What follows belongs to an exercise in optimizing a design on an open flow for small area, a short achievable clock period and few clock cycles; a production flow would make more cautious choices.
In this exercise RTL edits were held to simulation tests only and were not proved equivalent to the original.
No activity file was given, so power comes from the tool's default toggle rates.

==> flow/design.v, too long to show whole: its modules and the start of the top module <==
// module mcv_sinc: 1288 lines
module mcv_sinc (
    input  wire        clk,
    input  wire        rst,
    input  wire        s_valid,
    output reg         s_ready,
    input  wire [1:0]  s_op,       
    input  wire [11:0] s_data,     
    output reg         o_valid,
    output reg  [15:0] o_filt,
    output reg         o_settled
);
  // ...
==> flow/run.sh <==
#!/bin/bash
# synth_recipe.tcl (not shown) runs the flow's synth.tcl, then flattens the netlist and writes it again
# the make line also repeats each setting of config.mk as NAME=value (left out here)
make -C /OpenROAD-flow-scripts/flow DESIGN_CONFIG=/design/flow/config.mk WORK_HOME=/design/flow/orfs CLKGATE_MAP_FILE= SYNTH_SCRIPT=/design/flow/synth_recipe.tcl finish
==> flow/config.mk <==
export PLATFORM = sky130hd
export DESIGN_NAME = mcv_sinc
export DESIGN_NICKNAME = mcv_sinc
export VERILOG_FILES = /design/flow/design.v
export SDC_FILE = /design/flow/constraint.sdc
export NUM_CORES = 4
export LEC_CHECK = 0
export CAP_MARGIN = 20
export CORE_MARGIN = 2
export CORE_UTILIZATION = 60
export CTS_BUF_LIST = sky130_fd_sc_hd__clkbuf_16
export CTS_CLUSTER_DIAMETER = 80
export CTS_CLUSTER_SIZE = 25
export SLEW_MARGIN = 20
==> flow/constraint.sdc <==
create_clock -name core_clock -period 15.0 [get_ports {clk}]
set_input_delay 3.0000 -clock core_clock [delete_from_list [all_inputs] [get_ports {clk}]]
set_output_delay 3.0000 -clock core_clock [all_outputs]
set_load 0.01 [all_outputs]
==> out/metrics.cfg, run 1 <==
[outcome]
status = no timing/DRC/antenna violations

[pwr]
powerClk_w = 0.00180
seq_power_w = 0.00385
top_power_group = registers
switchingPower_w = 0.001893

[hold_path]
hold_class = reg2reg
worstHoldStart = ring[58][0]$_DFF_P_

[finish]
antenna_cells = 0
utilization_pct = 63.77
seq-cell-share_pct = 45.64
top_register = ring
n_all_inverters = 331

[setup_path]
crit_path_end = s1_r0[8]$_DFF_P_
arrival_ns = 5.24
crit_path_max_incr_delay_ns = 0.70

[global_route]
grt_util_met3_pct = 3.759
grt_use_met1_pct = 36.12
grt_usage_pct = 27.89
grt_pass1_vias = 35729
grt_max_degree = 72

[cts]
cts_root_buf = clkbuf_16
cts_buffer_depth = 3
cts_tree = yes

[logic_synthesis]
synth_xor_area_share_pct = 6.115
synth_ff_type = dfxtp_1
synth_compound_area_share_pct = 16.43

[floorplanning]
ios = 36

[placed_design]
place_inst = 6025

[sta]
hold_slack_ns = 0.3230

Testbench counts, summed over its fixed seeds: cycles 12,952.
==> run 2, diff against run 1 <==
==> flow/flow/run.sh (new file) <==
#!/bin/bash
# The standard layout (standard.sh), with one change: the input and
# output ports are buffered with buf_2 rather than the cell buffer_ports
# picks by default. Everything else, synthesis included, is the standard flow.
set -euo pipefail
export BUFFER_PORTS_ARGS="-buffer_cell sky130_fd_sc_hd__buf_2"
bash standard.sh > standard.log 2>&1
==> flow/standard.sh (new file) <==
#!/bin/bash
# synth_recipe.tcl (not shown) runs the flow's synth.tcl, then flattens the netlist and writes it again
# the make line also repeats each setting of config.mk as NAME=value (left out here)
make -C /OpenROAD-flow-scripts/flow DESIGN_CONFIG=/design/flow/config.mk WORK_HOME=/design/flow/orfs CLKGATE_MAP_FILE= SYNTH_SCRIPT=/design/flow/synth_recipe.tcl "${@:-finish}"
removed: flow/run.sh
==> run 2 against run 1 <==
  * Clock power up 8%
  * Critical endpoint is now s1_r0[11]$_DFF_P_
  * Fmax up 4.7%
  * Sequential power about the same
  * Highest routed layer is now met5
==> out/metrics.cfg, run 2 <==
[sta]
hold_viol = 0  ; unchanged
finalSetupViolCount = 0  ; unchanged
post-route-period-util_pct = 29.24  ; was 30.62%
rsz0062_at_grt = false  ; unchanged
slew_viol_final = 0  ; unchanged
finalSetupTns_ns = 0  ; unchanged
min_period_ns = 4.386  ; was 4.593 ns
worst_pin_slew_ns = 1.042  ; was 1.234 ns
skew_ns = 0.02967  ; was 0.02954 ns
maxSlewHeadroom_pct = 30.47  ; was 17.60%
fmax_ghz = 0.2280  ; was 0.2177 GHz

[route]
routed.top_layer = met5  ; was met4
drt-total-wl_um = 129400  ; was 128,300 um
drt_pass1_iterations = 8  ; was 7
drtAntennaViolNets = 0  ; unchanged
drtIter0Drc = 3622  ; was 3,974
wl_met1_um = 53260  ; was 54,010 um
drc_errors = 0  ; unchanged
dr_wl_met2_um = 61600  ; was 61,610 um
num_vias = 36821  ; was 36,627
viasPerCell = 6.017  ; was 6.000
wl_met3_um = 8452  ; was 7292 um
wl_per_cell_um = 21.14  ; was 21.02 um

[logic_synthesis]
synth_fa_ha_area_share_pct = 14.14  ; unchanged
synth_compound_area_share_pct = 16.43  ; unchanged
synth_area_mm2 = 0.05357  ; unchanged
avgSynthCellArea_um2 = 10.56  ; unchanged
synth_top_family_by_area = compound AO/OA/AOI/OAI gates  ; unchanged
muxShareOfSynthArea_pct = 1.855  ; unchanged
netlist.area_leader.share_pct = 46.90  ; unchanged
synth_enable_flop_cells = 19  ; unchanged
synth_seq_cells = 1274  ; unchanged
yosysMostFrequentCell = dfxtp_1  ; unchanged
synth_cell_type_count = 83  ; unchanged
synth_xor_area_share_pct = 6.115  ; unchanged
ys.warnings.count = 2  ; unchanged
yosys.area_share.simple_pct = 9.109  ; unchanged
synth_fp_nets = 5552  ; unchanged
ys_async_sr_fraction_pct = 0  ; unchanged
synth.area.top_cells = dfxtp_1, fa_1, a22oi_1  ; unchanged
ys_seq_area_share_pct = 47.97  ; unchanged
synth_area_leader_cell = dfxtp_1  ; unchanged
synth_ff_type = dfxtp_1  ; unchanged
syn_inst = 5073  ; unchanged
synth_common_cells = dfxtp_1, a22oi_1, inv_1  ; unchanged

[placed_design]
routabilityCongestion = 0.9148  ; was 0.8926
hpwl_um = 91150  ; was 89,400 um
port_buffers = 35  ; unchanged

[setup_path]
arrival_ns = 4.99  ; was 5.24 ns
crit_type = reg2reg  ; unchanged
start_kind = register  ; unchanged
endpoint_kind = register  ; unchanged
crit_path_cell_trace = buf_4, a22oi_1, nand3_1, o21ai_0, nor2_1, a21oi_1, fa_1, inv_1, fa_1, fa_1, fa_1  ; was buf_4, a22o_1, a221oi_1, nand3_1, o21ai_0, nor2_1, nor2_1, fa_1, inv_1, fa_1, fa_1, fa_1
cp.required_ns = 15.60  ; was 15.64 ns
crit_top_cell = fa_1  ; unchanged
path_max_fanout = 28  ; was 30
crit_path_max_incr_delay_ns = 0.92  ; was 0.70 ns
cp_num_buf_inv = 2  ; unchanged
critPathTopFamily = adder cells  ; unchanged
cp_slowest_cell = dfxtp_2  ; was o21ai_0

[cts]
cts_tree = yes  ; unchanged
cts_buffer_depth = 3  ; unchanged
insertion_delay_ns = 0.66  ; was 0.70 ns
hold_buffers = 0  ; unchanged
cts_buffers = 66  ; was 60
cts.clk_slew.worst_paths_ns = 0.10  ; about the same
cts.sinks = 1274  ; unchanged
h-tree-depth = 3  ; was 2
cts.repair.resized = 0  ; unchanged
cts_setup_buffers = 0  ; unchanged
cts_root_buf = clkbuf_16  ; unchanged

[floorplanning]
die_height_um = 302.8  ; unchanged
die_area_mm2 = 0.09169  ; unchanged
die_w_um = 302.8  ; unchanged
ios = 36  ; unchanged
rows = 109  ; unchanged
start_util_pct = 60.62  ; unchanged
core-area_mm2 = 0.08837  ; unchanged

[finish]
top_regs = ring x768, int4 x28, int3 x25  ; unchanged
final_cell_mix = dfxtp_1, a22oi_1, inv_1  ; unchanged
top_register = ring  ; unchanged
seq_area_mm2 = 0.02572  ; about the same
multiInputGateArea_mm2 = 0.02553  ; unchanged
final_common_cell = dfxtp_1  ; unchanged
nets = 5410  ; was 5,401
largest_reg_flops = 768  ; unchanged
syn_to_final_growth_pct = 5.337  ; was 5.199%
nFillCells = 7179  ; was 7,215
drive_above_1_share_pct = 4.805  ; was 3.866%

[pwr]
power_density_mw_per_mm2 = 123.3  ; was 121.1 mW/mm2
vdd_drop_max_mv = 0.1828  ; was 0.1524 mV
power_w = 0.006957  ; was 0.006826 W
p_leak_nw = 22.39  ; was 22.27 nW

[global_route]
grt_max_degree = 73  ; was 72
grt-ovfl-total = 0  ; unchanged
grt_usage_pct = 28.14  ; was 27.89%
grt_pass1_vias = 35963  ; was 35,729
antenna_found_initial = 2  ; was 1
grt_pass1_wl_um = 202300  ; was 201,500 um

[outcome]
status = no timing/DRC/antenna violations  ; unchanged

[flow_run]
drv_cap = 0  ; unchanged

[hold_path]
hold_class = reg2reg  ; unchanged

==> run 2: changes by cell type in the layout (fill, tap and decap cells not counted), sizes merged <==
cell           previous run  this run
bufinv                    0         1
inv                     334       341
clkdlybuf4s50            35         0
clkinvlp                  2         4
diode                     0         2
clkbuf                   61        69
buf                      45        83
clkinv                   14         6
==> run 2: cell families after synthesis <==
family / after synthesis
xor gates and xnor gates: 374
adders and majority gates: 462
DFF: 1274
buffers and inverters: 624
other: 1
and+or+nand+nor: 996
muxes: 83
AOI/OAI and AO/OA: 1259
==> run 2: final timing paths <==
path              slack [ns]                   from  depth (start not counted)                  end
setup / recovery       10.61  lenh[11]$_SDFFE_PP0P_                         11    s1_r0[11]$_DFF_P_
hold / removal          0.32    ring[54][4]$_DFF_P_                          0  ring[55][4]$_DFF_P_
setup reg to reg       10.61  lenh[11]$_SDFFE_PP0P_                         11    s1_r0[11]$_DFF_P_
hold reg to reg         0.32    ring[54][4]$_DFF_P_                          0  ring[55][4]$_DFF_P_
==> run 2: layout make-up <==
type,count,share of cell area (%)
clock buffers,69,3.060
inverters,331,2.202
clock inverters,21,0.3769
multi-input cells,3175,45.24
well taps,1165,2.583
flip-flops and latches,1274,45.58
repair buffers,83,0.9490
diodes,2,0.008869
==> run 2: report_power, final <==
group	total [W]	internal, W	switching, W
Combinational	0.00117	0.000507	0.000658
Clock	0.00195	0.000868	0.00108
Sequential	0.00384	0.00365	0.000189
==> run 2: metrics by stage <==
stage                     hold WS (ns)  util [%]  cells  area [um2]  worst slack (ns)
after floorplan                 0.3096         -   5073       53570             11.08
after global placement          0.3095     61.65   6028       54480             10.60
after detailed placement        0.3121     61.65   6028       54480             10.56
after CTS                       0.3233     63.84   6118       56420             10.71
after global routing            0.3265     63.85   6119       56430             10.48
final                           0.3190     63.85   6120       56430             10.61
==> run 2: metal layers <==
layer | vias up | global-route usage [%]
met3 | 371 | 4.003
met2 | 1554 | 47.32
met4 | 2 | 13.35
met1 | 17573 | 35.87
met5 | - | 0
li1 | 17321 | -

## static timing again, ports no longer ideal
The results above use ideal ports. As a check the final layouts listed here were re-extracted and re-timed, cells and wires unchanged.
Step 1: set_driving_cell puts a clkbuf_16 on clk and a buf_2 on each other input, an assumption about the parent block.
Step 2 also shifts input and output timing later by t, the mid clock arrival at the registers, as if the neighbouring blocks saw the same clock.
a / b / c = ideal ports / drivers / drivers and shift; a / b = the first two.
run	shift t [ns]	setup WS [ns]	worst hold slack (ns)
run 1	0.754	10.407 / 10.359 / 10.299	0.323 / 0.323 / 0.323
run 2	0.717	10.614 / 10.614 / 10.557	0.319 / 0.319 / 0.319
After both steps every run listed still meets setup and hold. The setup slack of run 1, which loses most, moves by -0.048 ns with the drivers and by -0.108 ns with both steps.
